Source: an optimization exercise on an open RTL-to-GDS flow (aim: small area, a short achievable clock period and few clock cycles per item). Production flows keep margins and buffers that such runs may drop. The RTL was checked by simulation tests, not by an equivalence proof against the original design.

**flow/design.v**
```verilog
module bv2_ctr_xor (
    input  wire         clk,
    input  wire         rst,           
    input  wire         in_valid,
    output wire         in_ready,
    input  wire         in_link,       
    input  wire [23:0]  in_major,      
    input  wire [5:0]   in_minor,      
    input  wire [31:0]  in_line,       
    input  wire [3:0]   in_casc_id,    
    input  wire [1:0]   in_port,       
    input  wire [47:0]  in_frame_ctr,  
    input  wire [15:0]  in_blk,        
    input  wire [255:0] in_key,        
    input  wire [127:0] in_data,       
    output wire         out_valid,
    input  wire         out_ready,
    output wire [127:0] out_data
);
    function [7:0] sbox;
        input [7:0] a;
        reg u0, u1, u2, u3, u4, u5, u6, u7;
        reg t1, t2, t3, t4, t5, t6, t7, t8, t9, t10, t11, t12, t13, t14;
        reg t15, t16, t17, t18, t19, t20, t21, t22, t23, t24, t25, t26, t27;
        reg m1, m2, m3, m4, m5, m6, m7, m8, m9, m10, m11, m12, m13, m14, m15;
        reg m16, m17, m18, m19, m20, m21, m22, m23, m24, m25, m26, m27, m28;
        reg m29, m30, m31, m32, m33, m34, m35, m36, m37, m38, m39, m40, m41;
        reg m42, m43, m44, m45, m46, m47, m48, m49, m50, m51, m52, m53, m54;
        reg m55, m56, m57, m58, m59, m60, m61, m62, m63;
        reg l0, l1, l2, l3, l4, l5, l6, l7, l8, l9, l10, l11, l12, l13, l14;
        reg l15, l16, l17, l18, l19, l20, l21, l22, l23, l24, l25, l26, l27;
        reg l28, l29;
        begin
            u0 = a[7]; u1 = a[6]; u2 = a[5]; u3 = a[4];
            u4 = a[3]; u5 = a[2]; u6 = a[1]; u7 = a[0];
            t1 = u0 ^ u3;   t2 = u0 ^ u5;   t3 = u0 ^ u6;   t4 = u3 ^ u5;
            t5 = u4 ^ u6;   t6 = t1 ^ t5;   t7 = u1 ^ u2;   t8 = u7 ^ t6;
            t9 = u7 ^ t7;   t10 = t6 ^ t7;  t11 = u1 ^ u5;  t12 = u2 ^ u5;
            t13 = t3 ^ t4;  t14 = t6 ^ t11; t15 = t5 ^ t11; t16 = t5 ^ t12;
            t17 = t9 ^ t16; t18 = u3 ^ u7;  t19 = t7 ^ t18; t20 = t1 ^ t19;
            t21 = u6 ^ u7;  t22 = t7 ^ t21; t23 = t2 ^ t22; t24 = t2 ^ t10;
            t25 = t20 ^ t17; t26 = t3 ^ t16; t27 = t1 ^ t12;
            m1 = t13 & t6;   m2 = t23 & t8;   m3 = t14 ^ m1;   m4 = t19 & u7;
            m5 = m4 ^ m1;    m6 = t3 & t16;   m7 = t22 & t9;   m8 = t26 ^ m6;
            m9 = t20 & t17;  m10 = m9 ^ m6;   m11 = t1 & t15;  m12 = t4 & t27;
            m13 = m12 ^ m11; m14 = t2 & t10;  m15 = m14 ^ m11; m16 = m3 ^ m2;
            m17 = m5 ^ t24;  m18 = m8 ^ m7;   m19 = m10 ^ m15; m20 = m16 ^ m13;
            m21 = m17 ^ m15; m22 = m18 ^ m13; m23 = m19 ^ t25; m24 = m22 ^ m23;
            m25 = m22 & m20; m26 = m21 ^ m25; m27 = m20 ^ m21; m28 = m23 ^ m25;
            m29 = m28 & m27; m30 = m26 & m24; m31 = m20 & m23; m32 = m27 & m31;
            m33 = m27 ^ m25; m34 = m21 & m22; m35 = m24 & m34; m36 = m24 ^ m25;
            m37 = m21 ^ m29; m38 = m32 ^ m33; m39 = m23 ^ m30; m40 = m35 ^ m36;
            m41 = m38 ^ m40; m42 = m37 ^ m39; m43 = m37 ^ m38; m44 = m39 ^ m40;
            m45 = m42 ^ m41;
            m46 = m44 & t6;  m47 = m40 & t8;  m48 = m39 & u7;  m49 = m43 & t16;
            m50 = m38 & t9;  m51 = m37 & t17; m52 = m42 & t15; m53 = m45 & t27;
            m54 = m41 & t10; m55 = m44 & t13; m56 = m40 & t23; m57 = m39 & t19;
            m58 = m43 & t3;  m59 = m38 & t22; m60 = m37 & t20; m61 = m42 & t1;
            m62 = m45 & t4;  m63 = m41 & t2;
            l0 = m61 ^ m62;  l1 = m50 ^ m56;  l2 = m46 ^ m48;  l3 = m47 ^ m55;
            l4 = m54 ^ m58;  l5 = m49 ^ m61;  l6 = m62 ^ l5;   l7 = m46 ^ l3;
            l8 = m51 ^ m59;  l9 = m52 ^ m53;  l10 = m53 ^ l4;  l11 = m60 ^ l2;
            l12 = m48 ^ m51; l13 = m50 ^ l0;  l14 = m52 ^ m61; l15 = m55 ^ l1;
            l16 = m56 ^ l0;  l17 = m57 ^ l1;  l18 = m58 ^ l8;  l19 = m63 ^ l4;
            l20 = l0 ^ l1;   l21 = l1 ^ l7;   l22 = l3 ^ l12;  l23 = l18 ^ l2;
            l24 = l15 ^ l9;  l25 = l6 ^ l10;  l26 = l7 ^ l9;   l27 = l8 ^ l10;
            l28 = l11 ^ l14; l29 = l11 ^ l17;
            sbox[7] = l6 ^ l24;
            sbox[6] = ~(l16 ^ l26);
            sbox[5] = ~(l19 ^ l28);
            sbox[4] = l6 ^ l21;
            sbox[3] = l20 ^ l22;
            sbox[2] = l25 ^ l29;
            sbox[1] = ~(l13 ^ l27);
            sbox[0] = ~(l6 ^ l23);
        end
    endfunction
    function [7:0] xtime;
        input [7:0] a;
        begin
            xtime = {a[6:0], 1'b0} ^ (a[7] ? 8'h1b : 8'h00);
        end
    endfunction
    function [127:0] sub_shift;
        input [127:0] s;
        integer c, r;
        begin
            for (c = 0; c < 4; c = c + 1)
                for (r = 0; r < 4; r = r + 1)
                    sub_shift[127 - 8*(4*c + r) -: 8] =
                        sbox(s[127 - 8*(4*((c + r) % 4) + r) -: 8]);
        end
    endfunction
    function [127:0] mix_delta;
        input [127:0] s;
        integer c, r;
        reg [7:0] t;
        begin
            for (c = 0; c < 4; c = c + 1) begin
                t = s[127 - 32*c -: 8] ^ s[119 - 32*c -: 8] ^
                    s[111 - 32*c -: 8] ^ s[103 - 32*c -: 8];
                for (r = 0; r < 4; r = r + 1)
                    mix_delta[127 - 8*(4*c + r) -: 8] = t ^
                        xtime(s[127 - 8*(4*c + r) -: 8] ^
                              s[127 - 8*(4*c + (r + 1) % 4) -: 8]);
            end
        end
    endfunction
    reg          run;       
    reg          ov;        
    reg  [3:0]   rnd;       
    reg  [127:0] st;        
    reg  [127:0] ka, kb;    
    wire last  = (rnd == 4'd14);
    wire take  = run && last;                   
    wire load  = in_valid && !run && (!ov || out_ready);
    wire [127:0] ctr_blk = in_link
        ? {8'h01, in_casc_id, in_port, 2'b00, in_frame_ctr, 48'h0, in_blk}
        : {8'h00, in_major, in_minor, 56'h0, in_line, in_blk[1:0]};
    reg [255:0] key_be;
    integer k;
    always @(*) begin
        for (k = 0; k < 32; k = k + 1)
            key_be[255 - 8*k -: 8] = in_key[8*k +: 8];
    end
    wire [127:0] ss        = sub_shift(st);
    wire [127:0] round_out = ss ^ kb ^ (last ? in_data : mix_delta(ss));
    reg [7:0] rcon;
    always @(*) begin
        case (rnd[3:1])
            3'd0: rcon = 8'h01;
            3'd1: rcon = 8'h02;
            3'd2: rcon = 8'h04;
            3'd3: rcon = 8'h08;
            3'd4: rcon = 8'h10;
            3'd5: rcon = 8'h20;
            default: rcon = 8'h40;
        endcase
    end
    wire [31:0] sw = {sbox(kb[31:24]), sbox(kb[23:16]), sbox(kb[15:8]), sbox(kb[7:0])};
    wire [31:0] kt = rnd[0] ? ({sw[23:0], sw[31:24]} ^ {rcon, 24'h0}) : sw;
    wire [31:0] p1 = ka[127:96] ^ ka[95:64];
    wire [31:0] p2 = p1 ^ ka[63:32];
    wire [31:0] p3 = p2 ^ ka[31:0];
    wire [31:0] w0 = ka[127:96] ^ kt;
    wire [31:0] w1 = p1 ^ kt;
    wire [31:0] w2 = p2 ^ kt;
    wire [31:0] w3 = p3 ^ kt;
    wire [127:0] key_next = {w0, w1, w2, w3};
    wire         sel_run  = run & ~load;
    wire         sel_hold = ~run & ~load;
    wire [127:0] st_next  = ({128{load}}     & (ctr_blk ^ key_be[255:128])) |
                            ({128{sel_run}}  & round_out) |
                            ({128{sel_hold}} & st);
    always @(posedge clk) begin
        if (rst) begin
            run <= 1'b0;
            ov  <= 1'b0;
        end else begin
            if (load) begin
                run <= 1'b1;
                ov  <= 1'b0;
            end else if (run && last) begin
                run <= 1'b0;
                ov  <= 1'b1;
            end else if (out_ready) begin
                ov  <= 1'b0;
            end
        end
        st <= st_next;
        if (load) begin
            rnd <= 4'd1;
            ka  <= key_be[255:128];
            kb  <= key_be[127:0];
        end else begin
            rnd <= rnd + 4'd1;
            ka <= kb;
            kb <= key_next;
        end
    end
    assign in_ready  = take;
    assign out_valid = ov;
    assign out_data  = st;
endmodule
```
**flow/flow/run.sh**
```bash
#!/bin/bash
# Own flow: the standard layout (standard.sh) with two changes:
#  - synthesis runs flow/my_synth.tcl, the standard synthesis script except
#    that ABC maps with flow/area.abc (structural choices, then &nf);
#  - the port buffers are sky130_fd_sc_hd__buf_1 (every port still gets one).
set -euo pipefail
W=$PWD
export MY_ABC_SCRIPT=$W/flow/area.abc
sed -E "s#SYNTH_SCRIPT=[^ ]+#SYNTH_SCRIPT=$W/flow/my_synth.tcl#" standard.sh > my_standard.sh
grep -q "SYNTH_SCRIPT=$W/flow/my_synth.tcl" my_standard.sh
bash my_standard.sh "BUFFER_PORTS_ARGS=-buffer_cell sky130_fd_sc_hd__buf_1" finish > $W/flow_make.log 2>&1
```
**flow/flow/area.abc**
```
&get -n
&st
&dch
&nf
&put
```
**flow/flow/my_synth.tcl**
```tcl
# The standard synthesis (synth_recipe.tcl), with one change: ABC maps the
# logic with the script named by MY_ABC_SCRIPT instead of ORFS's. Every other
# pass, and so every register's name and cell, is the standard synthesis's.
proc synth {args} { yosys synth -nofsm -noshare {*}$args }
proc abc {args} {
  set i [lsearch -exact $args -script]
  if { $i >= 0 } { lset args [expr { $i + 1 }] $::env(MY_ABC_SCRIPT) }
  yosys abc {*}$args
}
source $::env(SCRIPTS_DIR)/synth.tcl
# left out here: clear keep_hierarchy, flatten, clean up, hide names made inside functions, write 1_2_yosys.v
```
**flow/standard.sh**
```bash
#!/bin/bash
# synth_recipe.tcl (not shown) runs the flow's synth.tcl, then flattens the netlist and writes it again
# the make line also repeats each setting of config.mk as NAME=value (left out here)
make -C /OpenROAD-flow-scripts/flow DESIGN_CONFIG=/design/flow/config.mk WORK_HOME=/design/flow/orfs CLKGATE_MAP_FILE= SYNTH_SCRIPT=/design/flow/synth_recipe.tcl "${@:-finish}"
```
**flow/config.mk**
```make
export PLATFORM = sky130hd
export DESIGN_NAME = bv2_ctr_xor
export DESIGN_NICKNAME = bv2_ctr_xor
export VERILOG_FILES = /design/flow/design.v
export SDC_FILE = /design/flow/constraint.sdc
export NUM_CORES = 4
export LEC_CHECK = 0
export CAP_MARGIN = 20
export CORE_MARGIN = 2
export CORE_UTILIZATION = 50
export CTS_BUF_LIST = sky130_fd_sc_hd__clkbuf_4 sky130_fd_sc_hd__clkbuf_8
export PLACE_DENSITY = 0.8
export SETUP_SLACK_MARGIN = 3.6
export SLEW_MARGIN = 20
```
**flow/constraint.sdc**
```tcl
create_clock -name core_clock -period 10.0 [get_ports {clk}]
set_input_delay 2.0000 -clock core_clock [delete_from_list [all_inputs] [get_ports {clk}]]
set_output_delay 2.0000 -clock core_clock [all_outputs]
set_load 0.01 [all_outputs]
```
==> results of run 1 <==
## tightest hold or removal path, stage by stage, from the launching register on
cell and delay, ns:
dfxtp_1 0.32, nand2_1 0.06, nand2_1 0.04
## cell usage in the layout, fill, tap and decap left out, drive strengths merged, types with 5 or more instances in the layout
cell type,n
o211ai,51
xor2,597
a211oi,26
buf,695
or2,10
nor2,547
nand2b,62
a22oi,96
a21boi,7
o21ai,171
nor2b,60
xnor2,1426
ha,42
a21oi,267
dfxtp,390
a211o,8
clkinv,46
nand2,666
mux2i,65
and3,5
nand3,17
xor3,29
clkbuf,111
bufinv,8
a21o,13
xnor3,199
diode,5
a21bo,6
and2,45
o21bai,7
o22ai,8
nor3,11
## cell families (layout without fill, tap and decap cells)
kind of cell               Yosys count  count (layout)  synth area share (%)
AOI/OAI and AO/OA                  689             689                 9.803
and+or+nand+nor                   1431            1431                 14.00
muxes                               69              69                 1.654
DFF                                390             390                 18.56
xor gates and xnor gates          2250            2251                 54.41
buffers and inverters               36             867                0.3213
other                                0               5                     0
adders and majority gates           42              42                 1.250
## layout make-up
class,instances,share of cell area (%)
inverter,36,0.2718
multi-input combinational,4482,72.40
sequential,390,15.52
clock buffer,110,2.829
tap,1080,2.668
timing repair buffer,696,5.606
clock inverter,25,0.6844
antenna,5,0.02471
## metal layers
metal | vias to the layer above | global-route usage (%) | routed length (um)
met5 | - | 0 | 0
met4 | 0 | 21.40 | 11740
met3 | 467 | 6.692 | 16240
met2 | 2090 | 58.39 | 74230
met1 | 18530 | 48.60 | 66890
li1 | 17660 | - | -
## timing repair
item / in CTS / in global routing
gates cloned: 0 / 1
buffers inserted: 2 / 24
setup endpoints to repair: 159 / 173
pin swaps: 2 / 14
resized for setup: 141 / 260
## worst max-delay path by stage
stage | from | endpoint | slack, ns | depth (start not counted)
floorplan | out_ready | st[0] | 2.40 | 5
global placement | kb[23] | kb[26] | 2.46 | 19
detailed placement | kb[23] | kb[26] | 2.40 | 19
CTS | kb[17] | kb[26] | 3.46 | 20
global route | kb[17] | kb[27] | 3.38 | 23
finish | kb[17] | kb[30] | 3.67 | 21
## state kept, by name, indices dropped and copies added (netlist names)
signal and count:
st 128, ov 1, run 1, rnd 4, kb 128, ka 128
==> results by group, run 1 <==
Route
  • Number of detailed-route iterations in the first pass: 6
  • Via count: 38750
  • Wirelength per Cell: 24.78 um
  • DRT iter0 DRCs: 3666
  • Vias/cell: 5.678
  • Post-route ant nets: 0
  • Wirelength, routed: 169.1 mm
  • Residual DRC: 0

Floorplan
  • Total die area: 86450 um^2
  • Die height: 294.0 um
  • Placeable Area: 83420 um^2
  • Chip width: 294.0 um
  • Ports: 651
  • Initial Util: 50.41%
  • Cell Rows: 106

Clock network
  • TritonCTS clock tree: built
  • Clk latency of the worst-skew pair: 0.70 ns
  • Clock tree buffer depth: 3
  • Sinks on Clock Net: 390
  • Htree depth: 3
  • CTS buffer count: 77
  • # hold bufs at CTS: 0
  • Root buffer selected by CTS: clkbuf_8
  • Clock-pin slew on the worst setup and hold paths: 0.07 ns

Synth
  • Syn_area_per_cell: 8.570 um^2
  • Prevailing post-synth register cell: dfxtp_1
  • Syn. warnings: 1
  • Register area share after synthesis: 18.56%
  • Most frequent cells after synthesis: xnor2_1 (1425), nand2_1 (666), xor2_1 (597)
  • Most common cell in the synthesized netlist: xnor2_1
  • Number of synthesized flops with an enable pin: 0
  • Synth area leaders: xnor2_1 (30%), dfxtp_1 (19%), xor2_1 (12%)
  • Post-synth top area share: 29.68%
  • Yosys reg bits: 390
  • Synth Instances: 4907
  • Netlist cell types: 48
  • Cell taking the most area after synthesis: xnor2_1
  • Post-synth net total: 5470
  • Mapped Area: 42060 um^2
  • Async set or reset register ratio after synthesis: 0%

Layout
  • Fin util: 60.71%
  • Layout cells sized above 1: 9.462%
  • Non-Filler Instances: 6824
  • Filler instances: 7410
  • Fin nets: 6246
  • Post-route cell area: 50640 um^2
  • Sequential cell area: 7860 um^2
  • Layout area overhead: 20.42%
  • Area occupied by multi-input gates: 36660 um^2

Critical path
  • Worst R2R End: kb[30]
  • Setup crit start kind: register
  • Worst reg2reg path depth: 21
  • Max FO, Critical Path: 6
  • Cell family with most CP delay: XOR/XNOR gates
  • Critical Path AT: 6.84 ns
  • RR Startpoint: kb[17]
  • CP dominant cell by count: xor2_1
  • Critical path buffer and inverter count: 1
  • CP required: 10.51 ns
  • Worst-path cell chain: xnor2_2 -> xnor2_2 -> xor2_1 -> ha_1 -> xnor2_1 -> xnor2_1 -> xnor2_2 -> buf_4 -> a21oi_1 -> xnor2_1 -> nor2_1 -> xnor2_1 -> xor2_1 -> xnor3_1 -> xor2_1 -> a21oi_1 -> xnor2_2 -> xor2_2 -> xor2_1 -> xor2_1 -> a21oi_1
  • Reg2reg setup slack: 3.67 ns
  • Crit path capture type: register
  • Critical path's slowest cell: xnor3_1
  • CP peak stage delay: 0.54 ns
  • WS Path Type: register to register

Global routing
  • Global Route Usage Sum: 37.40%
  • Vias in the first global route: 37490
  • Largest net degree at the start of global routing: 135
  • GRT overflow: 0
  • Initial antenna violation count: 4
  • First-pass GRT wire length: 240.4 mm

Place
  • DP Cell Count: 6657
  • Port Buffers: 650
  • Dpl cell area: 46060 um^2
  • Gpl congestion: 1.029
  • Post-DP HPWL: 134.7 mm
  • DP Worst Slack: 2.396 ns

Timing
  • Clock Skew: 0.04117 ns
  • Slew @ Worst Pin: 1.223 ns
  • Hold slack: 0.4349 ns
  • Hold Fails Final Rpt: 0
  • Slew Viols, Final: 0
  • Period utilisation layout: 63.31%
  • Max Freq: 157.9 MHz
  • Final-report setup violation count: 0
  • Post-route setup slack: 3.669 ns
  • Sum Neg Setup Slack: 0 ns
  • Minimum clock period: 6.331 ns
  • Slew headroom: 18.48%
  • RSZ-0062 raised after global routing: yes

Min path
  • Hold_sp: kb[109]
  • Endpoint, Worst Hold: ka[109]
  • Hold Crit Class: register to register
  • Hold Path Depth: 2

Job
  • # Max-Cap Violations: 0

Run status
  • Status: finished clean
Testbench counts, summed over its fixed seeds: cycles 7,688, items 512.
==> run 2: changes to the inputs <==
--- a/flow/config.mk
+++ b/flow/config.mk
@@ -7,8 +7,9 @@
 export LEC_CHECK = 0
 export CAP_MARGIN = 20
 export CORE_MARGIN = 2
-export CORE_UTILIZATION = 50
-export CTS_BUF_LIST = sky130_fd_sc_hd__clkbuf_4 sky130_fd_sc_hd__clkbuf_8
-export PLACE_DENSITY = 0.8
+export CORE_UTILIZATION = 45
+export CTS_BUF_LIST = sky130_fd_sc_hd__clkbuf_8 sky130_fd_sc_hd__clkbuf_16
+export CTS_CLUSTER_DIAMETER = 90
+export CTS_CLUSTER_SIZE = 28
 export SETUP_SLACK_MARGIN = 3.6
 export SLEW_MARGIN = 20
==> results by group, run 2 <==
Run status
  • Status: finished clean

Clock network
  • Clock-pin slew on the worst setup and hold paths: 0.11 ns (+0.04 ns)
  • Clk latency of the worst-skew pair: 0.67 ns (-0.03 ns)
  • Sinks on Clock Net: 390 (unchanged)
  • Root buffer selected by CTS: clkbuf_16
  • Clock tree buffer depth: 3 (unchanged)
  • TritonCTS clock tree: built
  • Htree depth: 1 (-2)
  • # hold bufs at CTS: 0 (unchanged)
  • CTS buffer count: 31 (-60%)

Layout
  • Filler instances: 8938 (+21%)
  • Regs by FF count: ka (128), kb (128), st (128)
  • Layout area overhead: 19.59%
  • Commonest non-fill, non-tap cell in the layout: xnor2_1
  • Sequential cell area: 7859 um^2 (about the same)
  • Area occupied by multi-input gates: 36610 um^2 (-0.16%)
  • Post-route cell area: 50290 um^2 (-0.69%)
  • Layout cells sized above 1: 8.192% (-1.3 points)
  • Most frequent cells in the layout: xnor2_1 (1235), nand2_1 (666), buf_1 (649)
  • Fin nets: 6203 (-0.69%)

Synth
  • Prevailing post-synth register cell: dfxtp_1
  • Cell taking the most area after synthesis: xnor2_1
  • Synth area leaders: xnor2_1 (30%), dfxtp_1 (19%), xor2_1 (12%)
  • Post-synth top area share: 29.68% (unchanged)
  • Yosys reg bits: 390 (unchanged)
  • Number of synthesized flops with an enable pin: 0 (unchanged)
  • Most common cell in the synthesized netlist: xnor2_1
  • Async set or reset register ratio after synthesis: 0% (unchanged)
  • Register area share after synthesis: 18.56% (unchanged)
  • Syn_area_per_cell: 8.570 um^2 (unchanged)
  • Post-synth net total: 5470 (unchanged)
  • Netlist cell types: 48 (unchanged)
  • Synth Instances: 4907 (unchanged)
  • Mapped Area: 42060 um^2 (unchanged)
  • Most frequent cells after synthesis: xnor2_1 (1425), nand2_1 (666), xor2_1 (597)
  • Syn. warnings: 1 (unchanged)

Critical path
  • Crit path capture type: register
  • CP required: 10.50 ns (about the same)
  • Max FO, Critical Path: 11 (+5)
  • Cell family with most CP delay: XOR/XNOR gates
  • Critical path's slowest cell: xnor2_2
  • Worst-path cell chain: xnor2_4 -> xnor2_2 -> xor2_1 -> ha_1 -> xnor3_1 -> xor2_4 -> a21oi_1 -> nor3_2 -> xor2_1 -> xor2_1 -> xor3_1 -> xnor3_1 -> xnor3_1 -> mux2i_2 -> xnor2_2 -> xor2_4 -> xor2_2 -> xor2_1 -> a21oi_1
  • Critical Path AT: 6.88 ns (+0.04 ns)
  • Critical path buffer and inverter count: 0 (-1)
  • CP dominant cell by count: xor2_1
  • CP peak stage delay: 0.60 ns (+0.06 ns)
  • WS Path Type: register to register
  • Setup crit start kind: register

Floorplan
  • Initial Util: 45.27% (-5.1 points)
  • Chip width: 309.7 um (+5.3%)
  • Die height: 309.7 um (+5.3%)
  • Cell Rows: 112 (+5.7%)
  • Ports: 651 (unchanged)
  • Total die area: 95920 um^2 (+11%)
  • Placeable Area: 92910 um^2 (+11%)

Place
  • Post-DP HPWL: 141.8 mm (+5.3%)
  • Gpl congestion: 1.004 (-2.4%)
  • Dpl cell area: 46310 um^2 (+0.53%)
  • Port Buffers: 650 (unchanged)

Timing
  • Slew headroom: 18.77% (+0.28 points)
  • Slew Viols, Final: 0 (unchanged)
  • Clock Skew: 0.03277 ns (-0.008398 ns)
  • Minimum clock period: 6.387 ns (+0.05528 ns)
  • Hold slack: 0.4546 ns (+0.01976 ns)
  • Slew @ Worst Pin: 1.210 ns (-0.01292 ns)
  • Period utilisation layout: 63.87% (+0.55 points)
  • Hold Fails Final Rpt: 0 (unchanged)
  • RSZ-0062 raised after global routing: yes
  • Sum Neg Setup Slack: 0 ns (unchanged)
  • Max Freq: 156.6 MHz (-0.87%)
  • Final-report setup violation count: 0 (unchanged)

Route
  • Wirelength per Cell: 25.16 um (+1.5%)
  • Via count: 37810 (-2.4%)
  • DRT iter0 DRCs: 3648 (-0.49%)
  • Number of detailed-route iterations in the first pass: 6 (unchanged)
  • Residual DRC: 0 (unchanged)
  • Vias/cell: 5.465 (-3.8%)
  • Wirelength, routed: 174.1 mm (+2.9%)
  • Post-route ant nets: 0 (unchanged)

Global routing
  • GRT overflow: 0 (unchanged)
  • Largest net degree at the start of global routing: 135 (unchanged)
  • First-pass GRT wire length: 244.4 mm (+1.7%)
  • Global Route Usage Sum: 34.79% (-2.6 points)
  • Initial antenna violation count: 6 (+2)
  • Vias in the first global route: 36500 (-2.6%)

Min path
  • Hold Crit Class: register to register

Job
  • # Max-Cap Violations: 0 (unchanged)
==> run 2: layout make-up <==
class | count | share of cell area (%)
Tap cell | 1254 | 3.120
Clock buffer | 31 | 1.542
Multi-Input combinational cell | 4481 | 72.79
Timing Repair Buffer | 700 | 5.705
Sequential cell | 390 | 15.63
Inverter | 36 | 0.2737
Clock inverter | 26 | 0.9404
Antenna cell | 1 | 0.004976
==> run 2: kinds of logic after synthesis <==
kind of cell	synth area share, %
adders and majority gates	1.250
and+or+nand+nor	14.00
DFF	18.56
buffers and inverters	0.3213
xor gates and xnor gates	54.41
AOI/OAI and AO/OA	9.803
muxes	1.654
==> run 2: worst paths after layout <==
path | cells after the start | slack, ns | endpoint | startpoint
worst max-delay path | 19 | 3.61 | kb[26] | kb[20]
worst max register to register | 19 | 3.61 | kb[26] | kb[20]
worst min-delay path | 2 | 0.45 | ka[36] | kb[36]
worst min register to register | 2 | 0.45 | ka[36] | kb[36]
==> run 2: layer usage <==
| layer | track usage (%) | routed length [um] | vias to the layer above |
|---|---|---|---|
| met3 | 5.267 | 13310 | 327 |
| li1 | - | - | 17550 |
| met1 | 46.27 | 73020 | 18310 |
| met5 | 0 | 53 | - |
| met2 | 55.85 | 78260 | 1625 |
| met4 | 15.32 | 9440 | 8 |
==> run 2: worst register-to-register path, delay by kind of cell, from the launching register on <==
family                   cells  cell delay [ns]
XOR/XNOR                    14             4.66
multiplexers                 1             0.15
adder cells (fa/ha/maj)      1             0.29
AO/OA/AOI/OAI                2             0.28
AND/OR/NAND/NOR              1             0.31
flip-flops                   1             0.54
==> run 2: timing repair <==
item,CTS,global route
setup buffers,3,25
pin swaps,2,17
resized for setup,164,228
gates cloned,0,0
setup endpoints to repair,173,174
==> run 2: through the flow <==
| step | cells | utilization, % | setup slack [ns] |
|---|---|---|---|
| after detailed placement | 6833 | 49.84 | 2.346 |
| after global placement | 6833 | 49.84 | 2.279 |
| after floorplan | 4907 | - | 2.403 |
| final | 6919 | 54.13 | 3.613 |
| after global routing | 6918 | 54.13 | 3.414 |
| after CTS | 6893 | 52.38 | 3.405 |
==> run 3: changes to the inputs <==
--- a/flow/config.mk
+++ b/flow/config.mk
@@ -7,9 +7,9 @@
 export LEC_CHECK = 0
 export CAP_MARGIN = 20
 export CORE_MARGIN = 2
-export CORE_UTILIZATION = 45
+export CORE_UTILIZATION = 40
 export CTS_BUF_LIST = sky130_fd_sc_hd__clkbuf_8 sky130_fd_sc_hd__clkbuf_16
 export CTS_CLUSTER_DIAMETER = 90
 export CTS_CLUSTER_SIZE = 28
-export SETUP_SLACK_MARGIN = 3.6
+export SETUP_SLACK_MARGIN = 3.5
 export SLEW_MARGIN = 20
==> results by group, run 3 <==
Timing
  • Period utilisation layout: 63.19% (-0.68 points)
  • Sum Neg Setup Slack: 0 ns (unchanged)
  • Hold slack: 0.4381 ns (-0.01650 ns)
  • Hold Fails Final Rpt: 0 (unchanged)
  • Minimum clock period: 6.319 ns (-0.06753 ns)
  • Slew headroom: 23.14% (+4.4 points)
  • Clock Skew: 0.04868 ns (+0.01591 ns)
  • Max Freq: 158.3 MHz (+1.1%)
  • Final-report setup violation count: 0 (unchanged)
  • Slew Viols, Final: 0 (unchanged)
  • Slew @ Worst Pin: 1.153 ns (-0.05686 ns)
  • RSZ-0062 raised after global routing: yes

Layout
  • Most frequent cells in the layout: xnor2_1 (1252), nand2_1 (666), buf_1 (649)
  • Post-route cell area: 49960 um^2 (-0.66%)
  • Commonest non-fill, non-tap cell in the layout: xnor2_1
  • Layout cells sized above 1: 7.371% (-0.82 points)
  • Regs by FF count: ka (128), kb (128), st (128)
  • # diodes: 0 (-1)
  • Layout area overhead: 18.79%
  • Fin nets: 6198 (-0.081%)

Floorplan
  • Initial Util: 40.46% (-4.8 points)
  • Chip width: 328.3 um (+6.0%)
  • Total die area: 107700 um^2 (+12%)
  • Cell Rows: 118 (+5.4%)
  • Ports: 651 (unchanged)
  • Placeable Area: 103900 um^2 (+12%)
  • Die height: 328.3 um (+6.0%)

Synth
  • Mapped Area: 42060 um^2 (unchanged)
  • Syn_area_per_cell: 8.570 um^2 (unchanged)
  • Register area share after synthesis: 18.56% (unchanged)
  • Cell taking the most area after synthesis: xnor2_1
  • Synth Instances: 4907 (unchanged)
  • Netlist cell types: 48 (unchanged)
  • Prevailing post-synth register cell: dfxtp_1
  • Syn. warnings: 1 (unchanged)
  • Post-synth top area share: 29.68% (unchanged)
  • Synth area leaders: xnor2_1 (30%), dfxtp_1 (19%), xor2_1 (12%)
  • Most common cell in the synthesized netlist: xnor2_1
  • Most frequent cells after synthesis: xnor2_1 (1425), nand2_1 (666), xor2_1 (597)
  • Yosys reg bits: 390 (unchanged)
  • Post-synth net total: 5470 (unchanged)
  • Async set or reset register ratio after synthesis: 0% (unchanged)
  • Number of synthesized flops with an enable pin: 0 (unchanged)

Job
  • # Max-Cap Violations: 0 (unchanged)

Critical path
  • WS Path Type: register to register
  • Critical Path AT: 6.81 ns (-0.07 ns)
  • Crit path capture type: register
  • Max FO, Critical Path: 5 (-6)
  • Setup crit start kind: register
  • Worst reg2reg path depth: 19 (unchanged)
  • CP required: 10.49 ns (about the same)

Min path
  • Hold Crit Class: register to register
  • Hold Path Depth: 2 (unchanged)

Route
  • Vias/cell: 5.309 (-2.9%)
  • Residual DRC: 0 (unchanged)
  • DRT iter0 DRCs: 3372 (-7.6%)
  • Post-route ant nets: 0 (unchanged)
  • Via count: 37360 (-1.2%)
  • Wirelength per Cell: 24.86 um (-1.2%)
  • Number of detailed-route iterations in the first pass: 6 (unchanged)
  • Wirelength, routed: 174.9 mm (+0.48%)

Global routing
  • Initial antenna violation count: 4 (-2)
  • First-pass GRT wire length: 246.6 mm (+0.89%)
  • Vias in the first global route: 36400 (-0.28%)
  • GRT overflow: 0 (unchanged)
  • Largest net degree at the start of global routing: 141 (+4.4%)
  • Global Route Usage Sum: 31.08% (-3.7 points)

Clock network
  • TritonCTS clock tree: built
  • Clk latency of the worst-skew pair: 0.68 ns (about the same)
  • Clock tree buffer depth: 3 (unchanged)
  • Root buffer selected by CTS: clkbuf_16
  • CTS buffer count: 30 (-3.2%)
  • Clock-pin slew on the worst setup and hold paths: 0.10 ns (about the same)
  • Htree depth: 1 (unchanged)
  • Sinks on Clock Net: 390 (unchanged)
  • # hold bufs at CTS: 0 (unchanged)

Place
  • Post-DP HPWL: 144.4 mm (+1.9%)
  • Dpl cell area: 46520 um^2 (+0.46%)
  • Port Buffers: 650 (unchanged)
  • Gpl congestion: 0.9641 (-4.0%)

Run status
  • Status: finished clean
-- run 3: final timing paths --
path / startpoint / end / slack [ns]
max: st[107] / st[50] / 3.68
max reg2reg: st[107] / st[50] / 3.68
min: kb[35] / ka[35] / 0.44
min reg2reg: kb[35] / ka[35] / 0.44
-- run 3: critical path, stage by stage, from the launching register on --
cell and delay [ns]:
dfxtp_1 0.59, xor2_2 0.36, xnor2_2 0.20, xnor2_1 0.30, ha_1 0.28, xnor3_1 0.37
xnor2_1 0.32, a21bo_1 0.25, o21ai_1 0.34, xor2_1 0.34, xnor2_1 0.19, nand2b_1 0.15
xnor2_2 0.32, xnor3_1 0.58, xor2_1 0.24, xnor2_1 0.52, xnor2_1 0.20, a21oi_1 0.11
xnor2_1 0.35, o211ai_1 0.12
-- run 3: area by class of cell --
| type | instances | area (um^2) |
|---|---|---|
| Inverter | 36 | 137.6 |
| Fill cell | 10340 | 53980 |
| Clock inverter | 23 | 340.3 |
| Timing Repair Buffer | 696 | 2814 |
| Clock buffer | 31 | 775.7 |
| Tap cell | 1380 | 1727 |
| Multi-Input combinational cell | 4481 | 36310 |
| Sequential cell | 390 | 7854 |
-- run 3: through the flow --
step / setup WS (ns) / cells / utilization [%]
5_1_grt: 3.460 / 7037 / 48.06
4_1_cts: 3.379 / 7022 / 46.58
2_1_floorplan: 2.403 / 4907 / -
6_report: 3.681 / 7037 / 48.06
3_5_place_dp: 2.541 / 6968 / 44.76
3_3_place_gp: 2.360 / 6968 / 44.76
-- run 3: metal layers --
layer / global-route usage, % / up-vias / wire (um)
met4: 12.13 / 6 / 8068
met1: 41.60 / 18030 / 74800
li1: - / 17560 / -
met2: 50.10 / 1504 / 79230
met3: 4.981 / 259 / 12780
met5: 0 / - / 40
-- run 3: kinds of logic after synthesis --
kind of cell	after synthesis	synth area share (%)
AND/OR/NAND/NOR	1431	14.00
flip-flops	390	18.56
XOR/XNOR	2250	54.41
multiplexers	69	1.654
AO/OA/AOI/OAI	689	9.803
adder cells (fa/ha/maj)	42	1.250
buffers and inverters	36	0.3213
-- run 3: timing repair --
| action | 4_1_cts | 5_1_grt |
|---|---|---|
| pin swaps | 0 | 11 |
| gates cloned | 0 | 0 |
| setup buffers | 0 | 15 |
| resized for setup | 120 | 222 |
| endpoints found under the setup margin | 156 | 175 |
==> run 4: changes to the inputs <==
--- a/flow/config.mk
+++ b/flow/config.mk
@@ -9,7 +9,7 @@
 export CORE_MARGIN = 2
 export CORE_UTILIZATION = 40
 export CTS_BUF_LIST = sky130_fd_sc_hd__clkbuf_8 sky130_fd_sc_hd__clkbuf_16
-export CTS_CLUSTER_DIAMETER = 90
-export CTS_CLUSTER_SIZE = 28
+export CTS_CLUSTER_DIAMETER = 50
+export CTS_CLUSTER_SIZE = 16
 export SETUP_SLACK_MARGIN = 3.5
 export SLEW_MARGIN = 20
==> results by group, run 4 <==
Synth
  • Syn. warnings: 1 (unchanged)
  • Synth Instances: 4907 (unchanged)
  • Number of synthesized flops with an enable pin: 0 (unchanged)
  • Prevailing post-synth register cell: dfxtp_1
  • Synth area leaders: xnor2_1 (30%), dfxtp_1 (19%), xor2_1 (12%)
  • Async set or reset register ratio after synthesis: 0% (unchanged)
  • Netlist cell types: 48 (unchanged)
  • Post-synth top area share: 29.68% (unchanged)
  • Cell taking the most area after synthesis: xnor2_1
  • Post-synth net total: 5470 (unchanged)
  • Most frequent cells after synthesis: xnor2_1 (1425), nand2_1 (666), xor2_1 (597)
  • Yosys reg bits: 390 (unchanged)
  • Syn_area_per_cell: 8.570 um^2 (unchanged)
  • Most common cell in the synthesized netlist: xnor2_1
  • Register area share after synthesis: 18.56% (unchanged)
  • Mapped Area: 42060 um^2 (unchanged)

Layout
  • Layout area overhead: 21.95%
  • Post-route cell area: 51290 um^2 (+2.7%)
  • Layout cells sized above 1: 8.458% (+1.1 points)
  • Area occupied by multi-input gates: 36270 um^2 (-0.11%)
  • Fin util: 49.34% (+1.3 points)
  • Most frequent cells in the layout: xnor2_1 (1252), nand2_1 (666), buf_1 (649)
  • Filler instances: 10190 (-1.4%)
  • # diodes: 0 (unchanged)
  • Sequential cell area: 7845 um^2 (-0.11%)
  • Regs by FF count: ka (128), kb (128), st (128)
  • Fin nets: 6239 (+0.66%)
  • Commonest non-fill, non-tap cell in the layout: xnor2_1

Route
  • DRT iter0 DRCs: 3207 (-4.9%)
  • Wirelength per Cell: 24.81 um (-0.19%)
  • Vias/cell: 5.288 (-0.39%)
  • Wirelength, routed: 176.5 mm (+0.90%)
  • Via count: 37620 (+0.70%)
  • Residual DRC: 0 (unchanged)
  • Number of detailed-route iterations in the first pass: 5 (-1)
  • Post-route ant nets: 0 (unchanged)

Timing
  • Slew Viols, Final: 0 (unchanged)
  • Slew headroom: 23.26% (+0.13 points)
  • Hold slack: 0.4484 ns (+0.01026 ns)
  • Max Freq: 158.7 MHz (+0.28%)
  • Slew @ Worst Pin: 1.151 ns (-0.001913 ns)
  • Minimum clock period: 6.301 ns (-0.01797 ns)
  • Period utilisation layout: 63.01% (-0.18 points)
  • Clock Skew: 0.04491 ns (-0.003773 ns)
  • Final-report setup violation count: 0 (unchanged)
  • Sum Neg Setup Slack: 0 ns (unchanged)
  • Hold Fails Final Rpt: 0 (unchanged)
  • RSZ-0062 raised after global routing: yes

Global routing
  • First-pass GRT wire length: 248.7 mm (+0.85%)
  • Vias in the first global route: 36930 (+1.4%)
  • Initial antenna violation count: 3 (-1)
  • Largest net degree at the start of global routing: 141 (unchanged)
  • GRT overflow: 0 (unchanged)
  • Global Route Usage Sum: 31.49% (+0.41 points)

Critical path
  • Reg2reg setup slack: 3.70 ns (+0.02 ns)
  • Crit path capture type: register
  • RR Startpoint: st[107]
  • Worst R2R End: st[34]
  • Crit path from: st[107]
  • CP endpoint: st[34]
  • WS Path Type: register to register
  • Max FO, Critical Path: 5 (unchanged)
  • CP required: 10.47 ns (-0.02 ns)
  • Setup crit start kind: register
  • Critical Path AT: 6.77 ns (-0.04 ns)
  • Worst reg2reg path depth: 19 (unchanged)

Place
  • Post-DP HPWL: 144.4 mm (unchanged)
  • Port Buffers: 650 (unchanged)
  • Dpl cell area: 46520 um^2 (unchanged)
  • Gpl congestion: 0.9641 (unchanged)

Floorplan
  • Total die area: 107700 um^2 (unchanged)
  • Placeable Area: 103900 um^2 (unchanged)
  • Cell Rows: 118 (unchanged)
  • Die height: 328.3 um (unchanged)
  • Initial Util: 40.46% (unchanged)
  • Ports: 651 (unchanged)
  • Chip width: 328.3 um (unchanged)

Run status
  • Status: finished clean

Clock network
  • Clk latency of the worst-skew pair: 0.67 ns (about the same)
  • Clock-pin slew on the worst setup and hold paths: 0.06 ns (-0.04 ns)
  • Root buffer selected by CTS: clkbuf_16
  • Clock tree buffer depth: 3 (unchanged)
  • Htree depth: 3 (+2)
  • Sinks on Clock Net: 390 (unchanged)
  • CTS buffer count: 71 (+140%)
  • TritonCTS clock tree: built

Min path
  • Hold Path Depth: 2 (unchanged)
  • Hold Crit Class: register to register

Job
  • # Max-Cap Violations: 0 (unchanged)
==> run 4: cell counts after synthesis <==
No cell type changed its count.
==> run 4: cell families (layout without fill, tap and decap cells) <==
logic type	count (synthesis)	count (layout)	synth area share, %
AOI/OAI and AO/OA	689	689	9.803
xor gates and xnor gates	2250	2250	54.41
adders and majority gates	42	42	1.250
buffers and inverters	36	863	0.3213
DFF	390	390	18.56
muxes	69	69	1.654
and+or+nand+nor	1431	1431	14.00
==> run 4: cell type report <==
type	instances	area share, %
clock buffers	76	3.620
clock inverters	55	1.266
well taps	1380	3.367
flip-flops and latches	390	15.30
inverters	36	0.2684
multi-input cells	4481	70.72
repair buffers	696	5.462
==> run 4: critical path, stage by stage (launching register included) <==
cell and delay [ns]:
dfxtp_1 0.59, xor2_2 0.37, xnor2_2 0.21, xnor2_1 0.30, ha_1 0.28, xnor3_1 0.37
xnor2_1 0.33, a21bo_1 0.25, o21ai_1 0.36, xor2_1 0.34, xnor2_1 0.19, nand2b_1 0.15
xnor2_2 0.32, xnor3_1 0.58, xor2_1 0.35, xnor2_1 0.22, xnor2_1 0.44, a21oi_1 0.15
xnor2_1 0.19, o211ai_1 0.10
==> run 4: routing by layer <==
layer	vias up	GRT usage [%]	wire, um
met1	18160	41.35	75330
met5	-	0	42
met4	6	14.02	8345
li1	17670	-	-
met2	1488	50.32	79910
met3	298	5.831	12860
==> run 4: worst min-delay path by stage <==
stage,slack (ns),start,to
2_1_floorplan,0.43,kb[45],ka[45]
3_3_place_gp,0.44,kb[59],ka[59]
3_5_place_dp,0.44,kb[59],ka[59]
4_1_cts,0.44,kb[98],ka[98]
5_1_grt,0.45,kb[124],ka[124]
6_report,0.45,kb[124],ka[124]
==> run 4: metrics by stage <==
| step | worst slack (ns) | std cells |
|---|---|---|
| CTS | 3.368 | 7099 |
| global route | 3.462 | 7114 |
| finish | 3.699 | 7114 |
| global placement | 2.360 | 6968 |
| floorplan | 2.403 | 4907 |
| detailed placement | 2.541 | 6968 |
==> run 4: what timing repair did <==
item | 4_1_cts | 5_1_grt
gates resized for setup | 119 | 211
endpoints found under the setup margin | 154 | 173
hold buffers | 0 | 0
pin swaps | 0 | 8
setup buffers | 0 | 15
==> run 5: changes to the inputs <==
--- a/flow/config.mk
+++ b/flow/config.mk
@@ -9,7 +9,7 @@
 export CORE_MARGIN = 2
 export CORE_UTILIZATION = 40
 export CTS_BUF_LIST = sky130_fd_sc_hd__clkbuf_8 sky130_fd_sc_hd__clkbuf_16
-export CTS_CLUSTER_DIAMETER = 50
-export CTS_CLUSTER_SIZE = 16
+export CTS_CLUSTER_DIAMETER = 70
+export CTS_CLUSTER_SIZE = 24
 export SETUP_SLACK_MARGIN = 3.5
 export SLEW_MARGIN = 20
==> results by group, run 5 <==
Route
  • Vias/cell: 5.315 (+0.51%)
  • Wirelength per Cell: 24.85 um (+0.15%)
  • Met2 wire length: 79.07 mm (-1.0%)
  • Post-route ant nets: 0 (unchanged)
  • Number of detailed-route iterations in the first pass: 6 (+1)
  • Met3 wire len: 13.09 mm (+1.8%)
  • Residual DRC: 0 (unchanged)
  • DR top layer: met4
  • DRT iter0 DRCs: 3328 (+3.8%)
  • Wirelength, routed: 175.5 mm (-0.54%)
  • Via count: 37550 (-0.18%)
  • WL met1: 75.20 mm (-0.17%)

Floorplan
  • Placeable Area: 103900 um^2 (unchanged)
  • Die height: 328.3 um (unchanged)
  • Cell Rows: 118 (unchanged)
  • Ports: 651 (unchanged)
  • Chip width: 328.3 um (unchanged)
  • Total die area: 107700 um^2 (unchanged)
  • Initial Util: 40.46% (unchanged)

Critical path
  • Max FO, Critical Path: 8 (+3)
  • CP dominant cell by count: xnor2_1
  • Worst reg2reg path depth: 20 (+1)
  • WS Path Type: register to register
  • Crit path capture type: register
  • Critical path's slowest cell: xnor3_2
  • Critical Path AT: 6.78 ns (about the same)
  • Worst-path cell chain: xnor2_2 -> xor2_1 -> xnor2_1 -> ha_1 -> xnor2_1 -> xnor2_2 -> buf_4 -> or3_1 -> o211a_1 -> xnor2_1 -> nand2_1 -> xnor2_1 -> xnor2_1 -> xnor3_2 -> xnor2_2 -> xor2_2 -> xnor2_1 -> mux2_1 -> xnor2_1 -> o21ai_0
  • CP peak stage delay: 0.63 ns (+0.04 ns)
  • CP required: 10.48 ns (about the same)
  • Setup crit start kind: register

Clock network
  • Htree depth: 2 (-1)
  • Clock tree buffer depth: 3 (unchanged)
  • TritonCTS clock tree: built
  • Root buffer selected by CTS: clkbuf_16
  • CTS buffer count: 43 (-39%)
  • Sinks on Clock Net: 390 (unchanged)
  • Clk latency of the worst-skew pair: 0.64 ns (-0.03 ns)
  • Clock-pin slew on the worst setup and hold paths: 0.09 ns (+0.03 ns)

Synth
  • Netlist cell types: 48 (unchanged)
  • Post-synth net total: 5470 (unchanged)
  • Async set or reset register ratio after synthesis: 0% (unchanged)
  • Synth area leaders: xnor2_1 (30%), dfxtp_1 (19%), xor2_1 (12%)
  • Most frequent cells after synthesis: xnor2_1 (1425), nand2_1 (666), xor2_1 (597)
  • Post-synth top area share: 29.68% (unchanged)
  • Mapped Area: 42060 um^2 (unchanged)
  • Prevailing post-synth register cell: dfxtp_1
  • Yosys reg bits: 390 (unchanged)
  • Most common cell in the synthesized netlist: xnor2_1
  • Syn_area_per_cell: 8.570 um^2 (unchanged)
  • Syn. warnings: 1 (unchanged)
  • Number of synthesized flops with an enable pin: 0 (unchanged)
  • Cell taking the most area after synthesis: xnor2_1
  • Synth Instances: 4907 (unchanged)
  • Register area share after synthesis: 18.56% (unchanged)

Min path
  • Hold Crit Class: register to register
  • Hold Path Depth: 2 (unchanged)

Global routing
  • Vias in the first global route: 36550 (-1.0%)
  • First-pass GRT wire length: 247.1 mm (-0.63%)
  • GRT overflow: 0 (unchanged)
  • Initial antenna violation count: 3 (unchanged)
  • Global Route Usage Sum: 31.29% (-0.20 points)
  • Largest net degree at the start of global routing: 141 (unchanged)

Layout
  • Most frequent cells in the layout: xnor2_1 (1254), nand2_1 (666), buf_1 (649)
  • Fin nets: 6212 (-0.43%)
  • Layout area overhead: 19.80%
  • Regs by FF count: ka (128), kb (128), st (128)
  • Filler instances: 10290 (+0.89%)
  • Commonest non-fill, non-tap cell in the layout: xnor2_1
  • Layout cells sized above 1: 7.622% (-0.84 points)

Place
  • Port Buffers: 650 (unchanged)
  • DP Worst Slack: 2.541 ns (unchanged)
  • Post-DP HPWL: 144.4 mm (unchanged)
  • Gpl congestion: 0.9641 (unchanged)

Timing
  • Sum Neg Setup Slack: 0 ns (unchanged)
  • RSZ-0062 raised after global routing: yes
  • Slew Viols, Final: 0 (unchanged)
  • Hold Fails Final Rpt: 0 (unchanged)
  • Minimum clock period: 6.300 ns (-0.0009100 ns)
  • Post-route setup slack: 3.700 ns (+0.0009100 ns)
  • Final-report setup violation count: 0 (unchanged)
  • Period utilisation layout: 63.00% (about the same)
  • Slew headroom: 22.24% (-1.0 points)
  • Slew @ Worst Pin: 1.166 ns (+0.01536 ns)
  • Max Freq: 158.7 MHz (about the same)
  • Clock Skew: 0.02448 ns (-0.02042 ns)

Run status
  • Status: finished clean

Job
  • # Max-Cap Violations: 0 (unchanged)
[run 5: cell count changes in the layout (fill, tap and decap cells not counted), sizes merged]
cell      change
clkinv       -14
xor2          +1
bufinv        -1
diode         +4
clkbuf       -29
clkinvlp      -5
inv           -5
[run 5: what timing repair did]
item	CTS	global route
hold buffers	0	0
pin swaps	0	10
setup buffers	0	15
setup endpoints to repair	155	172
resized for setup	124	207
cloned	0	1
[run 5: worst paths after layout]
path	end	slack, ns	startpoint
worst max-delay path	st[81]	3.70	st[49]
worst min-delay path	ka[37]	0.45	kb[37]
worst max register to register	st[81]	3.70	st[49]
worst min register to register	ka[37]	0.45	kb[37]
[run 5: metrics by stage]
step	utilization (%)	cell area (um^2)	hold WS, ns	instances
after floorplan	-	42070	0.4295	4907
after global placement	44.76	46520	0.4379	6968
after detailed placement	44.76	46520	0.4443	6968
after CTS	47.07	48930	0.4430	7045
after global routing	48.46	50370	0.4516	7062
final	48.47	50380	0.4462	7065
[run 5: layer usage]
layer / up-vias / GRT usage, %
met5: - / 0
met4: 0 / 12.62
met3: 256 / 5.409
met2: 1507 / 50.11
met1: 18180 / 41.73
li1: 17610 / -
[run 5: final cells by class]
class / instances / area [um^2] / area share, %
clock inverters: 30 / 434.2 / 0.8618
flip-flops and latches: 390 / 7848 / 15.58
well taps: 1380 / 1727 / 3.427
repair buffers: 696 / 2801 / 5.561
multi-input cells: 4482 / 36270 / 71.99
inverters: 36 / 137.6 / 0.2732
clock buffers: 47 / 1154 / 2.290
diodes: 4 / 10.01 / 0.01987
[run 5: worst max-delay path: cells and delay by family (launching register included)]
kind                     cells  cell delay [ns]
XOR/XNOR                    13             4.06
AND/OR/NAND/NOR              2             0.50
flip-flops                   1             0.45
multiplexers                 1             0.37
AO/OA/AOI/OAI                2             0.30
adder cells (fa/ha/maj)      1             0.23
buffers and inverters        1             0.20
[run 5: kinds of logic after synthesis]
family,share of synthesized area [%]
xor+xnor,54.41
simple gates,14.00
compound gates,9.803
flops,18.56
mux,1.654
fa+ha+maj,1.250
buf+inv,0.3213
==> run 6: changes to the inputs <==
--- a/flow/config.mk
+++ b/flow/config.mk
@@ -9,7 +9,7 @@
 export CORE_MARGIN = 2
 export CORE_UTILIZATION = 40
 export CTS_BUF_LIST = sky130_fd_sc_hd__clkbuf_8 sky130_fd_sc_hd__clkbuf_16
-export CTS_CLUSTER_DIAMETER = 70
-export CTS_CLUSTER_SIZE = 24
+export CTS_CLUSTER_DIAMETER = 80
+export CTS_CLUSTER_SIZE = 32
 export SETUP_SLACK_MARGIN = 3.5
 export SLEW_MARGIN = 20
==> results by group, run 6 <==
Clock network
  • TritonCTS clock tree: built
  • Root buffer selected by CTS: clkbuf_16
  • CTS buffer count: 36 (-16%)
  • Htree depth: 2 (unchanged)
  • Sinks on Clock Net: 390 (unchanged)
  • Clock tree buffer depth: 3 (unchanged)
  • Clock-pin slew on the worst setup and hold paths: 0.10 ns (about the same)
  • # hold bufs at CTS: 0 (unchanged)
  • Clk latency of the worst-skew pair: 0.62 ns (-0.02 ns)

Critical path
  • Max FO, Critical Path: 9 (+1)
  • WS Path Type: register to register
  • Setup crit start kind: register
  • RR Startpoint: kb[12]
  • CP required: 10.46 ns (-0.02 ns)
  • Crit path capture type: register
  • Critical path's slowest cell: xnor2_1
  • Cell family with most CP delay: XOR/XNOR gates
  • Critical Path AT: 6.80 ns (+0.02 ns)
  • Crit path from: kb[12]
  • CP peak stage delay: 0.89 ns (+0.26 ns)
  • Worst-path cell chain: buf_4 -> xnor2_2 -> xnor2_1 -> xnor2_1 -> ha_1 -> xnor3_1 -> xor2_1 -> a21oi_1 -> xnor2_1 -> nand2_1 -> xnor2_1 -> xnor2_1 -> xnor2_1 -> mux2i_1 -> xnor2_1 -> xor2_1 -> xnor2_1 -> xor2_1 -> a21oi_1
  • CP dominant cell by count: xnor2_1
  • Critical path buffer and inverter count: 1 (unchanged)

Synth
  • Most common cell in the synthesized netlist: xnor2_1
  • Yosys reg bits: 390 (unchanged)
  • Mapped Area: 42060 um^2 (unchanged)
  • Number of synthesized flops with an enable pin: 0 (unchanged)
  • Netlist cell types: 48 (unchanged)
  • Synth Instances: 4907 (unchanged)
  • Synth area leaders: xnor2_1 (30%), dfxtp_1 (19%), xor2_1 (12%)
  • Post-synth net total: 5470 (unchanged)
  • Syn_area_per_cell: 8.570 um^2 (unchanged)
  • Most frequent cells after synthesis: xnor2_1 (1425), nand2_1 (666), xor2_1 (597)
  • Syn. warnings: 1 (unchanged)
  • Register area share after synthesis: 18.56% (unchanged)
  • Prevailing post-synth register cell: dfxtp_1
  • Post-synth top area share: 29.68% (unchanged)
  • Async set or reset register ratio after synthesis: 0% (unchanged)
  • Cell taking the most area after synthesis: xnor2_1

Timing
  • Slew headroom: 24.18% (+1.9 points)
  • Clock Skew: 0.02727 ns (+0.002788 ns)
  • Slew @ Worst Pin: 1.137 ns (-0.02906 ns)
  • Minimum clock period: 6.337 ns (+0.03653 ns)
  • RSZ-0062 raised after global routing: yes
  • Final-report setup violation count: 0 (unchanged)
  • Slew Viols, Final: 0 (unchanged)
  • Hold Fails Final Rpt: 0 (unchanged)
  • Sum Neg Setup Slack: 0 ns (unchanged)
  • Period utilisation layout: 63.37% (+0.37 points)
  • Max Freq: 157.8 MHz (-0.58%)

Global routing
  • Initial antenna violation count: 1 (-2)
  • First-pass GRT wire length: 246.9 mm (about the same)
  • Largest net degree at the start of global routing: 141 (unchanged)
  • GRT overflow: 0 (unchanged)
  • Global Route Usage Sum: 31.24% (-0.047 points)
  • Vias in the first global route: 36470 (-0.21%)

Floorplan
  • Initial Util: 40.46% (unchanged)
  • Total die area: 107700 um^2 (unchanged)
  • Chip width: 328.3 um (unchanged)
  • Cell Rows: 118 (unchanged)
  • Placeable Area: 103900 um^2 (unchanged)
  • Ports: 651 (unchanged)
  • Die height: 328.3 um (unchanged)

Min path
  • Hold Crit Class: register to register
  • Hold_sp: kb[35]

Route
  • Via count: 37360 (-0.51%)
  • Residual DRC: 0 (unchanged)
  • Post-route ant nets: 0 (unchanged)
  • Vias/cell: 5.297 (-0.34%)
  • DRT iter0 DRCs: 3361 (+0.99%)
  • Number of detailed-route iterations in the first pass: 6 (unchanged)
  • Wirelength per Cell: 24.86 um (about the same)
  • Wirelength, routed: 175.4 mm (about the same)

Layout
  • Fin util: 48.12% (-0.36 points)
  • Commonest non-fill, non-tap cell in the layout: xnor2_1
  • Layout cells sized above 1: 7.351% (-0.27 points)
  • Regs by FF count: ka (128), kb (128), st (128)
  • Fin nets: 6210 (-0.032%)
  • # diodes: 0 (-4)
  • Most frequent cells in the layout: xnor2_1 (1259), nand2_1 (666), buf_1 (649)
  • Layout area overhead: 18.92%

Place
  • Post-DP HPWL: 144.4 mm (unchanged)
  • Gpl congestion: 0.9641 (unchanged)
  • Port Buffers: 650 (unchanged)

Run status
  • Status: finished clean

Job
  • # Max-Cap Violations: 0 (unchanged)
## run 6: cell counts after synthesis
No cell type changed its count.
## run 6: final timing paths
kind	to	slack, ns	cells past startpoint
setup reg to reg	kb[11]	3.66	19
hold / removal	ka[35]	0.44	2
setup / recovery	kb[11]	3.66	19
hold reg to reg	ka[35]	0.44	2
## run 6: worst min-delay path: stages, from the launching register on
cell	delay, ns
dfxtp_1	0.32
nand2_1	0.05
nand2_1	0.04
## run 6: what timing repair did
action | in CTS | in global routing
cloned | 0 | 1
setup endpoints to repair | 156 | 175
pin swaps | 0 | 11
endpoints found under the hold margin | 0 | 0
setup buffers | 0 | 20
resized for setup | 119 | 208
## run 6: layer usage
layer | vias up | GRT usage [%] | share of wire (%)
met1 | 18100 | 41.64 | 43
met5 | - | 0 | 0.0091
met4 | 2 | 12.39 | 4.3
met2 | 1410 | 50.30 | 45
li1 | 17600 | - | -
met3 | 245 | 5.222 | 7.3
## run 6: metrics by stage
stage	cells	hold slack [ns]	cell area [um^2]	setup slack, ns
floorplan	4907	0.4295	42070	2.403
global placement	6968	0.4379	46520	2.360
detailed placement	6968	0.4443	46520	2.541
CTS	7032	0.4402	48590	3.428
global route	7053	0.4596	50010	3.427
finish	7053	0.4357	50010	3.663
## run 6: area by class of cell
class                      instances  area [um^2]
clock buffer                      38        939.7
clock inverter                    26        339.1
tap                             1380         1727
sequential                       390         7854
fill                           10310        53930
inverter                          36        137.6
multi-input combinational       4482        36180
timing repair buffer             701         2839
## run 6: logic make-up (layout without fill, tap and decap cells)
logic type | Yosys count | in the layout | synth area share [%]
xor+xnor | 2250 | 2251 | 54.41
simple gates | 1431 | 1431 | 14.00
compound gates | 689 | 689 | 9.803
flops | 390 | 390 | 18.56
mux | 69 | 69 | 1.654
fa+ha+maj | 42 | 42 | 1.250
buf+inv | 36 | 801 | 0.3213
==> run 7: changes to the inputs <==
==> flow/flow/run.sh (replaced) <==
#!/bin/bash
# Own flow: the standard layout (standard.sh) with two changes:
#  - synthesis runs flow/my_synth.tcl, the standard synthesis script except
#    that ABC maps with flow/area.abc (structural choices, then &nf) and
#    without the 3-input XOR cells, which are larger and slower than two
#    2-input ones;
#  - the port buffers are sky130_fd_sc_hd__buf_1 (every port still gets one).
set -euo pipefail
W=$PWD
export MY_ABC_SCRIPT=$W/flow/area.abc
export MY_ABC_DONT_USE="sky130_fd_sc_hd__xor3_1 sky130_fd_sc_hd__xor3_2 sky130_fd_sc_hd__xor3_4 sky130_fd_sc_hd__xnor3_1 sky130_fd_sc_hd__xnor3_2 sky130_fd_sc_hd__xnor3_4"
sed -E "s#SYNTH_SCRIPT=[^ ]+#SYNTH_SCRIPT=$W/flow/my_synth.tcl#" standard.sh > my_standard.sh
grep -q "SYNTH_SCRIPT=$W/flow/my_synth.tcl" my_standard.sh
bash my_standard.sh "BUFFER_PORTS_ARGS=-buffer_cell sky130_fd_sc_hd__buf_1" finish > $W/flow_make.log 2>&1
==> flow/flow/my_synth.tcl (replaced) <==
# The standard synthesis (synth_recipe.tcl), with one change: ABC maps the
# logic with the script named by MY_ABC_SCRIPT instead of ORFS's, and without
# the cells listed in MY_ABC_DONT_USE. Every other pass, and so every
# register's name and cell, is the standard synthesis's.
proc synth {args} { yosys synth -nofsm -noshare {*}$args }
proc abc {args} {
  set i [lsearch -exact $args -script]
  if { $i >= 0 } { lset args [expr { $i + 1 }] $::env(MY_ABC_SCRIPT) }
  foreach cell $::env(MY_ABC_DONT_USE) { lappend args -dont_use $cell }
  yosys abc {*}$args
}
source $::env(SCRIPTS_DIR)/synth.tcl
# left out here: clear keep_hierarchy, flatten, clean up, hide names made inside functions, write 1_2_yosys.v
--- a/flow/config.mk
+++ b/flow/config.mk
@@ -8,8 +8,5 @@
 export CAP_MARGIN = 20
 export CORE_MARGIN = 2
 export CORE_UTILIZATION = 40
-export CTS_BUF_LIST = sky130_fd_sc_hd__clkbuf_8 sky130_fd_sc_hd__clkbuf_16
-export CTS_CLUSTER_DIAMETER = 80
-export CTS_CLUSTER_SIZE = 32
 export SETUP_SLACK_MARGIN = 3.5
 export SLEW_MARGIN = 20
==> results by group, run 7 <==
Run status
  • Status: finished clean

Critical path
  • Critical Path AT: 6.83 ns (+0.03 ns)
  • Crit path capture type: register
  • CP dominant cell by count: xnor2_1
  • Max FO, Critical Path: 7 (-2)
  • Setup crit start kind: register
  • CP peak stage delay: 0.61 ns (-0.28 ns)
  • CP required: 10.48 ns (+0.02 ns)
  • Critical path's slowest cell: dfxtp_1
  • Worst-path cell chain: xor2_2 -> xor2_2 -> xnor2_1 -> ha_1 -> or3_1 -> and3_1 -> nor2_2 -> mux2i_2 -> xor2_1 -> nand2_1 -> xnor2_1 -> xnor2_1 -> xnor2_1 -> xnor2_2 -> xnor2_1 -> xnor2_2 -> xnor2_1 -> o21ai_0 -> xnor2_1 -> o21ai_0
  • WS Path Type: register to register

Layout
  • Fin nets: 6676 (+7.5%)
  • Commonest non-fill, non-tap cell in the layout: xnor2_1
  • Most frequent cells in the layout: xnor2_1 (1355), nand2_1 (725), buf_1 (649)
  • Layout area overhead: 23.04%
  • Non-Filler Instances: 7535 (+6.8%)

Route
  • Vias/cell: 5.436 (+2.6%)
  • Wirelength, routed: 177.7 mm (+1.3%)
  • Post-route ant nets: 0 (unchanged)
  • Wirelength per Cell: 23.58 um (-5.2%)
  • Number of detailed-route iterations in the first pass: 8 (+2)

Place
  • Dpl cell area: 46530 um^2 (about the same)
  • Post-DP HPWL: 145.3 mm (+0.61%)
  • Port Buffers: 650 (unchanged)
  • Gpl congestion: 1.009 (+4.6%)

Global routing
  • First-pass GRT wire length: 253.2 mm (+2.5%)
  • Largest net degree at the start of global routing: 179 (+27%)
  • Initial antenna violation count: 5 (+4)
  • GR Util met3: 4.668% (-0.55 points)
  • Met1 GRT Util: 41.90% (+0.26 points)
  • GR Util met2: 50.27% (about the same)
  • Global Route Usage Sum: 31.46% (+0.23 points)
  • Vias in the first global route: 39060 (+7.1%)

Timing
  • Sum Neg Setup Slack: 0 ns (unchanged)
  • Period utilisation layout: 63.50% (+0.14 points)
  • Final-report setup violation count: 0 (unchanged)
  • Hold Fails Final Rpt: 0 (unchanged)
  • Slew headroom: 28.59% (+4.4 points)
  • Slew Viols, Final: 0 (unchanged)
  • Minimum clock period: 6.350 ns (+0.01378 ns)
  • Clock Skew: 0.03372 ns (+0.006448 ns)
  • Slew @ Worst Pin: 1.071 ns (-0.06624 ns)
  • RSZ-0062 raised after global routing: yes

Floorplan
  • Ports: 651 (unchanged)
  • Placeable Area: 103800 um^2 (-0.14%)
  • Initial Util: 40.47% (about the same)
  • Chip width: 328.1 um (about the same)
  • Die height: 328.1 um (about the same)
  • Total die area: 107600 um^2 (-0.12%)

Synth
  • Synth Instances: 5333 (+8.7%)
  • Mapped Area: 42010 um^2 (-0.12%)
  • Most common cell in the synthesized netlist: xnor2_1
  • Netlist cell types: 60 (+25%)
  • Cell taking the most area after synthesis: xnor2_1
  • Yosys reg bits: 390 (unchanged)
  • Async set or reset register ratio after synthesis: 0% (unchanged)
  • Synth area leaders: xnor2_1 (33%), dfxtp_1 (19%), xor2_1 (15%)
  • Post-synth net total: 5896 (+7.8%)
  • Post-synth top area share: 32.94% (+3.3 points)
  • Number of synthesized flops with an enable pin: 0 (unchanged)
  • Syn. warnings: 1 (unchanged)

Min path
  • Hold Crit Class: register to register

Clock network
  • Root buffer selected by CTS: clkbuf_16
  • CTS buffer count: 49 (+36%)
  • Clk latency of the worst-skew pair: 0.66 ns (+0.04 ns)
  • TritonCTS clock tree: built
run 7: worst paths after layout:
check,start,to,slack (ns),depth (start not counted)
setup / recovery,st[84],st[117],3.65,20
hold / removal,kb[45],ka[45],0.46,2
setup reg to reg,st[84],st[117],3.65,20
hold reg to reg,kb[45],ka[45],0.46,2
run 7: what timing repair did:
| action | CTS | global route |
|---|---|---|
| gates resized for setup | 192 | 258 |
| setup endpoints to repair | 178 | 196 |
| buffers inserted | 10 | 32 |
| pin swaps | 5 | 24 |
run 7: critical path, delay by kind of cell (launching register included):
kind	cells	cell delay (ns)
AO/OA/AOI/OAI	2	0.29
AND/OR/NAND/NOR	4	1.09
XOR/XNOR	12	3.51
adder cells (fa/ha/maj)	1	0.29
flip-flops	1	0.61
multiplexers	1	0.40
run 7: kinds of logic after synthesis:
family / Yosys count / share of synthesized area (%)
flops: 390 / 18.59
xor+xnor: 2290 / 47.75
buf+inv: 30 / 0.2681
fa+ha+maj: 42 / 1.251
mux: 95 / 2.273
compound gates: 917 / 13.79
simple gates: 1569 / 16.08
run 7: layout make-up:
type                            instances  area [um^2]
Antenna cell                            2        5.005
Clock buffer                           61         1321
Clock inverter                         30        454.2
Fill cell                           10220        52110
Inverter                               30        115.1
Multi-Input combinational cell       4913        37130
Sequential cell                       390         7861
Tap cell                             1380         1727
Timing Repair Buffer                  729         3074
run 7: stage by stage:
step	hold slack, ns	util [%]	setup WS (ns)
finish	0.4559	49.80	3.650
global route	0.4704	49.79	3.402
CTS	0.4518	47.87	3.435
detailed placement	0.4425	44.83	2.547
global placement	0.4419	44.83	2.645
floorplan	0.4295	-	0.7814
run 7: routing by layer:
| metal | vias up | wire length [um] |
|---|---|---|
| met4 | 6 | 9211 |
| met5 | - | 36 |
| met2 | 1701 | 79830 |
| met1 | 19550 | 75790 |
| li1 | 19390 | - |
| met3 | 312 | 12790 |

-- static timing again, ports no longer ideal --
Ports are ideal in the flow. The routed layouts listed here were re-timed in OpenROAD.
Step 1 (the two cells are an assumption about what drives the block):
set clk [get_ports {clk}]
set_driving_cell -lib_cell sky130_fd_sc_hd__clkbuf_16 $clk
set_driving_cell -lib_cell sky130_fd_sc_hd__buf_2 [delete_from_list [all_inputs] $clk]
Step 2, shift: input delay + t, output delay - t, t = (earliest + latest rising clock arrival at the registers) / 2. This alone moves slack from input paths to output paths.
Slacks: no drivers / after step 1 / after step 2; pairs: no drivers / after step 1.
run | t (ns) | slack for setup (ns) | worst setup path at the end | worst data-port slew with drivers (ns) | cell pins on the clock port's net
run 1 | 0.754 | 3.669 / 3.669 / 3.669 | register to register | 0.14 | 1
run 2 | 0.726 | 3.613 / 3.613 / 3.613 | register to register | 0.09 | 1
run 3 | 0.725 | 3.681 / 3.681 / 3.681 | register to register | 0.12 | 1
run 4 | 0.720 | 3.699 / 3.699 / 3.699 | register to register | 0.13 | 1
run 5 | 0.700 | 3.700 / 3.700 / 3.700 | register to register | 0.12 | 1
run 6 | 0.678 | 3.663 / 3.663 / 3.663 | register to register | 0.11 | 1
run 7 | 0.717 | 3.650 / 3.650 / 3.650 | register to register | 0.12 | 1
After both steps every run listed still meets setup and hold.
